This design comes from an exercise in tuning for small area, a short achievable clock period and few clock cycles on the open sky130 flow, not from production work.
Only simulation tests tie the RTL to the original design; equivalence was not proved.

build 88:
==> flow/design.v (excerpt) <==
module kk7_combiner (
    input  wire         clk,
    input  wire         rst,
    input  wire         in_valid,
    output wire         in_ready,
    input  wire [31:0]  in_y,        
    input  wire         in_acc,      
    input  wire         in_ofmt,     
    input  wire         in_align,    
    input  wire         in_nan,      
    input  wire [199:0] in_s,        
    input  wire [63:0]  in_code,     
    input  wire [79:0]  in_ea,       
    output wire         out_valid,
    input  wire         out_ready,
    output wire [31:0]  out_y,
    output wire         out_ovf      
);
    integer i;
    reg        busy;        
    reg  [7:1] rem;         
    reg        rdy;         
    reg  [1:0] pend;        
    wire codes_equal = (in_code[15:8]  == in_code[7:0]) && (in_code[23:16] == in_code[7:0]) &&
                       (in_code[31:24] == in_code[7:0]) && (in_code[39:32] == in_code[7:0]) &&
                       (in_code[47:40] == in_code[7:0]) && (in_code[55:48] == in_code[7:0]) &&
                       (in_code[63:56] == in_code[7:0]);
    wire in_fused = in_align && codes_equal && (in_code[7:0] != 8'h00) && (in_code[7:0] != 8'hFF);
    reg  any_ff;
    reg  [7:1] act;
    always @* begin
        any_ff = in_nan;
        for (i = 0; i < 8; i = i + 1)
            any_ff = any_ff | (in_code[8*i +: 8] == 8'hFF);
        for (i = 1; i < 8; i = i + 1)
            act[i] = (in_code[8*i +: 8] != 8'h00) && (in_s[25*i +: 25] != 25'd0);
    end
    wire [7:1] rem_low  = rem & ~(rem - 7'd1);    
    wire [7:1] rem_rest = rem & (rem - 7'd1);
    wire       rem_many = (rem_rest != 7'd0);
  ...
For scale: ~5,000 cells after synthesis, roughly 240 flip-flops, about 420 I/O pins, ~30,000 µm² of cells after synthesis.
clock: 38.0 ns
lec_check: 0
abc_area: 1
cap_margin: 20
core_margin: 2
core_utilization: 40
slew_margin: 20
tns_end_percent: 20
standard.sh (not shown) runs the stock make flow with config.mk's settings and CLKGATE_MAP_FILE= SYNTH_SCRIPT=/design/flow/synth_recipe.tcl, a recipe that flattens the netlist after the stock synthesis.
==> flow/flow/run.sh <==
#!/bin/bash
# Standard layout: every port buffered with buf_1, and timing repair asked to
# aim well below the clock period.
bash standard.sh SETUP_SLACK_MARGIN=27.5 "BUFFER_PORTS_ARGS=-buffer_cell sky130_fd_sc_hd__buf_1" finish > standard.log 2>&1
Per the final summary, build 88 finished and its layout is clean on timing, DRC and antenna.
Testbench counts of build 88, summed over its fixed seeds: cycles 32,572.
What build 17 does differently from build 88 at the input level:
--- a/flow/config.mk
+++ b/flow/config.mk
@@ -8 +7,0 @@
-export ABC_AREA = 1
@@ -13 +11,0 @@
-export TNS_END_PERCENT = 20
Findings:
- Build 88 completed; timing, DRC and antenna clean
- The flow did not stop early for build 17: all stages ran, and the layout cleared the timing, DRC and antenna checks.
- Build 17 against build 88: width of the die rose by 16 µm, final cell area excluding filler cells rose by about 19%.
Changes in build 97 relative to build 17:
==> flow/flow/run.sh <==
#!/bin/bash
# Standard layout, with timing repair asked to aim well below the clock period.
bash standard.sh SETUP_SLACK_MARGIN=28.5 finish > standard.log 2>&1
--- a/flow/config.mk
+++ b/flow/config.mk
@@ -7,0 +8 @@
+export ABC_AREA = 1
==> summary.txt <==
- [build 97 vs build 17] area used by multi-input combinational logic: lower in build 97
- Wire length of the first global-routing pass: build 97 vs build 17 down 14%
- Run comparison: build 17 last element of the critical path r_y[24]; build 97 last element of the critical path r_y[6]
- Going from build 17 to build 97, relative slew slack shrinks by 5.2 points.
- What build 17 reported for number of cell instances on the worst register-to-register path has to be multiplied by 1.2 to get the figure for build 97.
- Build 97 vs build 17, area after synthesis went down by 3500 µm².
- Taking build 17 as the reference, in build 97 cell count after placement has increased; final worst slack grew by 0.97 ns.
- Build 17 → build 97: final worst-path cycle share shrank by 2.6 points.

---

Starting RTL as in the previous note.
Settings: LEC_CHECK=0, ABC_AREA=1, CAP_MARGIN=20, CORE_MARGIN=2, CORE_UTILIZATION=40, CTS_BUF_LIST=sky130_fd_sc_hd__clkbuf_4 sky130_fd_sc_hd__clkbuf_8, SLEW_MARGIN=20; clock period 38.0 ns.
==> flow/flow/run.sh <==
#!/bin/bash
# Standard layout: every port buffered with buf_1, and timing repair asked to
# aim well below the clock period.
bash standard.sh SETUP_SLACK_MARGIN=27.5 "BUFFER_PORTS_ARGS=-buffer_cell sky130_fd_sc_hd__buf_1" finish > standard.log 2>&1
Testbench counts at the start, summed over its fixed seeds: cycles 32,572.
Next try:
==> flow/flow/run.sh (replaced) <==
#!/bin/bash
# Standard layout with every port buffered by buf_1. Timing repair is left at
# its default through floorplan and placement, then asked to aim well below
# the clock period from clock tree synthesis on.
B="BUFFER_PORTS_ARGS=-buffer_cell sky130_fd_sc_hd__buf_1"
bash standard.sh "$B" place > standard_place.log 2>&1
bash standard.sh "$B" SETUP_SLACK_MARGIN=27.5 finish > standard.log 2>&1
--- a/flow/config.mk
+++ b/flow/config.mk
@@ -11,3 +11,2 @@
 export CORE_UTILIZATION = 40
-export CTS_BUF_LIST = sky130_fd_sc_hd__clkbuf_4 sky130_fd_sc_hd__clkbuf_8
 export SLEW_MARGIN = 20
The changed run finished with timing, DRC and antenna clean; register-to-register slack barely changes; final area is about the same; non-clock buffer count increases by 3; final cell count decreases by about 0.34%.
Next try:
==> flow/flow/run.sh (replaced) <==
#!/bin/bash
# Standard layout: every port buffered with buf_1, and timing repair asked to
# aim well below the clock period.
bash standard.sh SETUP_SLACK_MARGIN=28 "BUFFER_PORTS_ARGS=-buffer_cell sky130_fd_sc_hd__buf_1" finish > standard.log 2>&1
=>
- first-iteration DRC count rises by 1.4%
- wire length rose by 1.2%
- clock-buffer cell count is unchanged
- critical path depth is higher by 5
- design area goes up by 3.3%
- global-route usage goes up by 0.54 points
- maximum frequency rose by 0.76%
- setup slack gains 0.075 ns
Next try:
==> flow/flow/run.sh (replaced) <==
#!/bin/bash
# Standard layout, with timing repair asked to aim well below the clock period.
bash standard.sh SETUP_SLACK_MARGIN=27.5 finish > standard.log 2>&1
What happened:
- synthesized cell count stays the same
- routed wire length went up by a few percent
- worst setup slack got worse by 0.21 ns
- global-route usage went up by 1.4 points

---

lane 1:
Another version of the RTL of kk7_combiner (not shown whole).
Size: roughly 5000 cells after synthesis, roughly 420 I/O pins, ~30000 um2 of cells after synthesis.
Design kk7_combiner, start of the top module:
module kk7_combiner (
    input  wire         clk,
    input  wire         rst,
    input  wire         in_valid,
    output wire         in_ready,
    input  wire [31:0]  in_y,        
    input  wire         in_acc,      
    input  wire         in_ofmt,     
    input  wire         in_align,    
    input  wire         in_nan,      
    input  wire [199:0] in_s,        
    input  wire [63:0]  in_code,     
    input  wire [79:0]  in_ea,       
    output wire         out_valid,
    input  wire         out_ready,
    output wire [31:0]  out_y,
    output wire         out_ovf      
);
export LEC_CHECK = 0
export ABC_AREA = 1
export CAP_MARGIN = 20
export CORE_MARGIN = 2
export CORE_UTILIZATION = 40
export GPL_TIMING_DRIVEN = 1
export SLEW_MARGIN = 20
create_clock -name core_clock -period 38.0 [get_ports {clk}]
==> flow/flow/run.sh <==
#!/bin/bash
# Standard layout, with timing repair asked to aim well below the clock period.
bash standard.sh SETUP_SLACK_MARGIN=26 finish > standard.log 2>&1
Testbench counts of lane 1, summed over its fixed seeds: cycles 32,572.
Setup changes, lane 1 to lane 2
- removing GPL_TIMING_DRIVEN (formerly 1)
==> flow/run.sh (new file) <==
#!/bin/bash
# synth_recipe.tcl (not shown) runs the flow's synth.tcl, then flattens the netlist and writes it again
# the make line also repeats each setting of config.mk as NAME=value (left out here)
make -C /OpenROAD-flow-scripts/flow DESIGN_CONFIG=/design/flow/config.mk WORK_HOME=/design/flow/orfs CLKGATE_MAP_FILE= SYNTH_SCRIPT=/design/flow/synth_recipe.tcl finish
removed: flow/flow/run.sh
removed: flow/standard.sh
### Flow results
Status: synthesized netlist net count parity (lane 1, lane 2)
Global-route wire length before repair of lane 2 is on par with lane 1.
Fmax, lane 1 and lane 2, lower one = lane 2.
For lane 3, these inputs were changed with respect to lane 2:
==> flow/flow/run.sh (new file) <==
#!/bin/bash
# Standard layout, with timing repair asked to aim well below the clock period.
bash standard.sh SETUP_SLACK_MARGIN=26 finish > standard.log 2>&1
==> flow/standard.sh (new file) <==
#!/bin/bash
# synth_recipe.tcl (not shown) runs the flow's synth.tcl, then flattens the netlist and writes it again
# the make line also repeats each setting of config.mk as NAME=value (left out here)
make -C /OpenROAD-flow-scripts/flow DESIGN_CONFIG=/design/flow/config.mk WORK_HOME=/design/flow/orfs CLKGATE_MAP_FILE= SYNTH_SCRIPT=/design/flow/synth_recipe.tcl "${@:-finish}"
removed: flow/run.sh
## What came out
Looking at final critical-path share of the clock period across lane 2 and lane 3, the one that comes out higher is lane 2. In lane 3 the worst setup slack turned out 2.74 ns higher than in lane 2. The final clock skew on lane 2 is in line with that on lane 3. Headroom to the max-slew limit in lane 3 is 7.7 points above lane 2. Lane 2 and lane 3 ended up with nearly the same global-route usage. Comparing total buffers and inverters traversed by the critical path for lane 2 and lane 3, the smaller number came from lane 3. Final cell area: lane 3 above lane 2. Any difference in worst hold slack between lane 2 and lane 3 is small enough to ignore.

---

RTL: one of the versions met above, not the one the previous note started from.
Size: roughly 420 I/O pins.
Settings: LEC_CHECK=0, ABC_AREA=1, CAP_MARGIN=20, CORE_MARGIN=2, CORE_UTILIZATION=40, SLEW_MARGIN=20; clock period 38.0 ns.
==> flow/flow/run.sh <==
#!/bin/bash
# Standard layout: every port buffered with buf_1, timing repair asked to aim
# well below the clock period, without gate cloning.
bash standard.sh SETUP_SLACK_MARGIN=27.5 SKIP_GATE_CLONING=1 "BUFFER_PORTS_ARGS=-buffer_cell sky130_fd_sc_hd__buf_1" finish > standard.log 2>&1
The first run ran to the end with no violations.
Testbench counts at the start, summed over its fixed seeds: cycles 32,572.
==> next run, changes <==
==> flow/flow/run.sh (replaced) <==
#!/bin/bash
# Standard layout: every port buffered with buf_1, and timing repair asked to
# aim well below the clock period.
bash standard.sh SETUP_SLACK_MARGIN=27.5 "BUFFER_PORTS_ARGS=-buffer_cell sky130_fd_sc_hd__buf_1" finish > standard.log 2>&1
- CORE_UTILIZATION: 40 -> 55
The new run ran to the end with no violations.
Via count increases by 3.6%.
Clock-buffer cell count rises by 8.
Fmax is lower by 2.3%.
Wire length came out lower by 4.9%.
Core utilization grows by 17 points.
Design area is lower by 1.3%.
==> next run, changes <==
- CORE_UTILIZATION: 55 -> 40
- TNS_END_PERCENT: default -> 0
What happened: The changed run ran to the end with no violations; utilization went down by 17 points; design area goes up by 0.56%; worst setup slack gains 0.15 ns; die area goes up by 37%; routed wire length increases by 5.3%.
==> next run, changes <==
==> flow/flow/run.sh (replaced) <==
#!/bin/bash
# Standard layout: every port buffered with buf_1, and timing repair asked to
# aim well below the clock period.
bash standard.sh SETUP_SLACK_MARGIN=27 "BUFFER_PORTS_ARGS=-buffer_cell sky130_fd_sc_hd__buf_1" finish > standard.log 2>&1
- TNS_END_PERCENT: 0 -> default
=> Clock-buffer cell count stays the same. Cell area came out lower by 1.8%. Routed wire length fell by 1.2%. Critical path depth is lower by 4. Worst setup slack degrades by 0.28 ns. Clock skew barely changes. First-iteration DRC count is lower by 7.7%.
==> next run, changes <==
==> flow/flow/run.sh (replaced) <==
#!/bin/bash
# Standard layout: every port buffered with buf_1, and timing repair asked to
# aim well below the clock period.
bash standard.sh SETUP_SLACK_MARGIN=27.5 "BUFFER_PORTS_ARGS=-buffer_cell sky130_fd_sc_hd__buf_1" finish > standard.log 2>&1
- CAP_MARGIN: 20 -> 5
- SLEW_MARGIN: 20 -> 5
Effect: Cell area increases by 3.2%; sequential share of layout area decreases by 0.51 points.

-- separate check: timing with driven ports --
Ports are ideal in the flow. The routed layouts listed here were re-timed in OpenROAD. Step 1, drivers: a clkbuf_16 drives clk and a buf_2 each remaining input, both assumed. Step 2 adds t to the input delays and takes it off the output delays; t is the mean of the earliest and latest rising clock arrival at the registers after step 1. Input paths then give back, and output paths get back, about the clock's delay inside the block. a / b / c = ideal / step 1 / step 2; a / b = the first two.
| run | shift t [ns] | slack for setup (ns) | clock arrival spread, ns | worst data-port slew with drivers (ns) |
|---|---|---|---|---|
| build 88 | 0.635 | 28.084 / 28.084 / 27.781 | 0.016 / 0.015 | 0.16 |
| build 17 | 0.649 | 27.221 / 27.221 / 27.221 | 0.015 / 0.015 | 0.13 |
| build 97 | 0.619 | 28.193 / 28.193 / 28.037 | 0.033 / 0.033 | 0.16 |
| the first run of note 2 | 0.675 | 28.078 / 28.078 / 27.786 | 0.044 / 0.044 | 0.16 |
| the second run of note 2 | 0.632 | 28.091 / 28.091 / 27.785 | 0.013 / 0.014 | 0.16 |
| the third run of note 2 | 0.631 | 28.166 / 28.166 / 27.839 | 0.015 / 0.015 | 0.16 |
| the fourth run of note 2 | 0.620 | 27.955 / 27.979 / 27.359 | 0.030 / 0.030 | 0.16 |
| lane 1 | 0.620 | 26.932 / 26.932 / 26.932 | 0.012 / 0.012 | 0.16 |
| lane 2 | 0.619 | 24.194 / 24.194 / 24.194 | 0.012 / 0.011 | 0.16 |
| lane 3 | 0.620 | 26.932 / 26.932 / 26.932 | 0.012 / 0.012 | 0.16 |
| the first run of note 4 | 0.632 | 28.104 / 28.104 / 27.821 | 0.016 / 0.016 | 0.16 |
| the second run of note 4 | 0.607 | 27.874 / 27.874 / 27.874 | 0.017 / 0.017 | 0.13 |
| the third run of note 4 | 0.631 | 28.028 / 28.028 / 27.774 | 0.017 / 0.017 | 0.16 |
| the fourth run of note 4 | 0.632 | 27.747 / 27.747 / 27.747 | 0.018 / 0.018 | 0.16 |
| the fifth run of note 4 | 0.629 | 28.023 / 28.023 / 27.868 | 0.018 / 0.017 | 0.16 |
After both steps setup and hold are still met in every run listed. For the fourth run of note 2, which loses most, drivers alone change the setup slack by +0.024 ns; drivers and shift together by -0.596 ns.
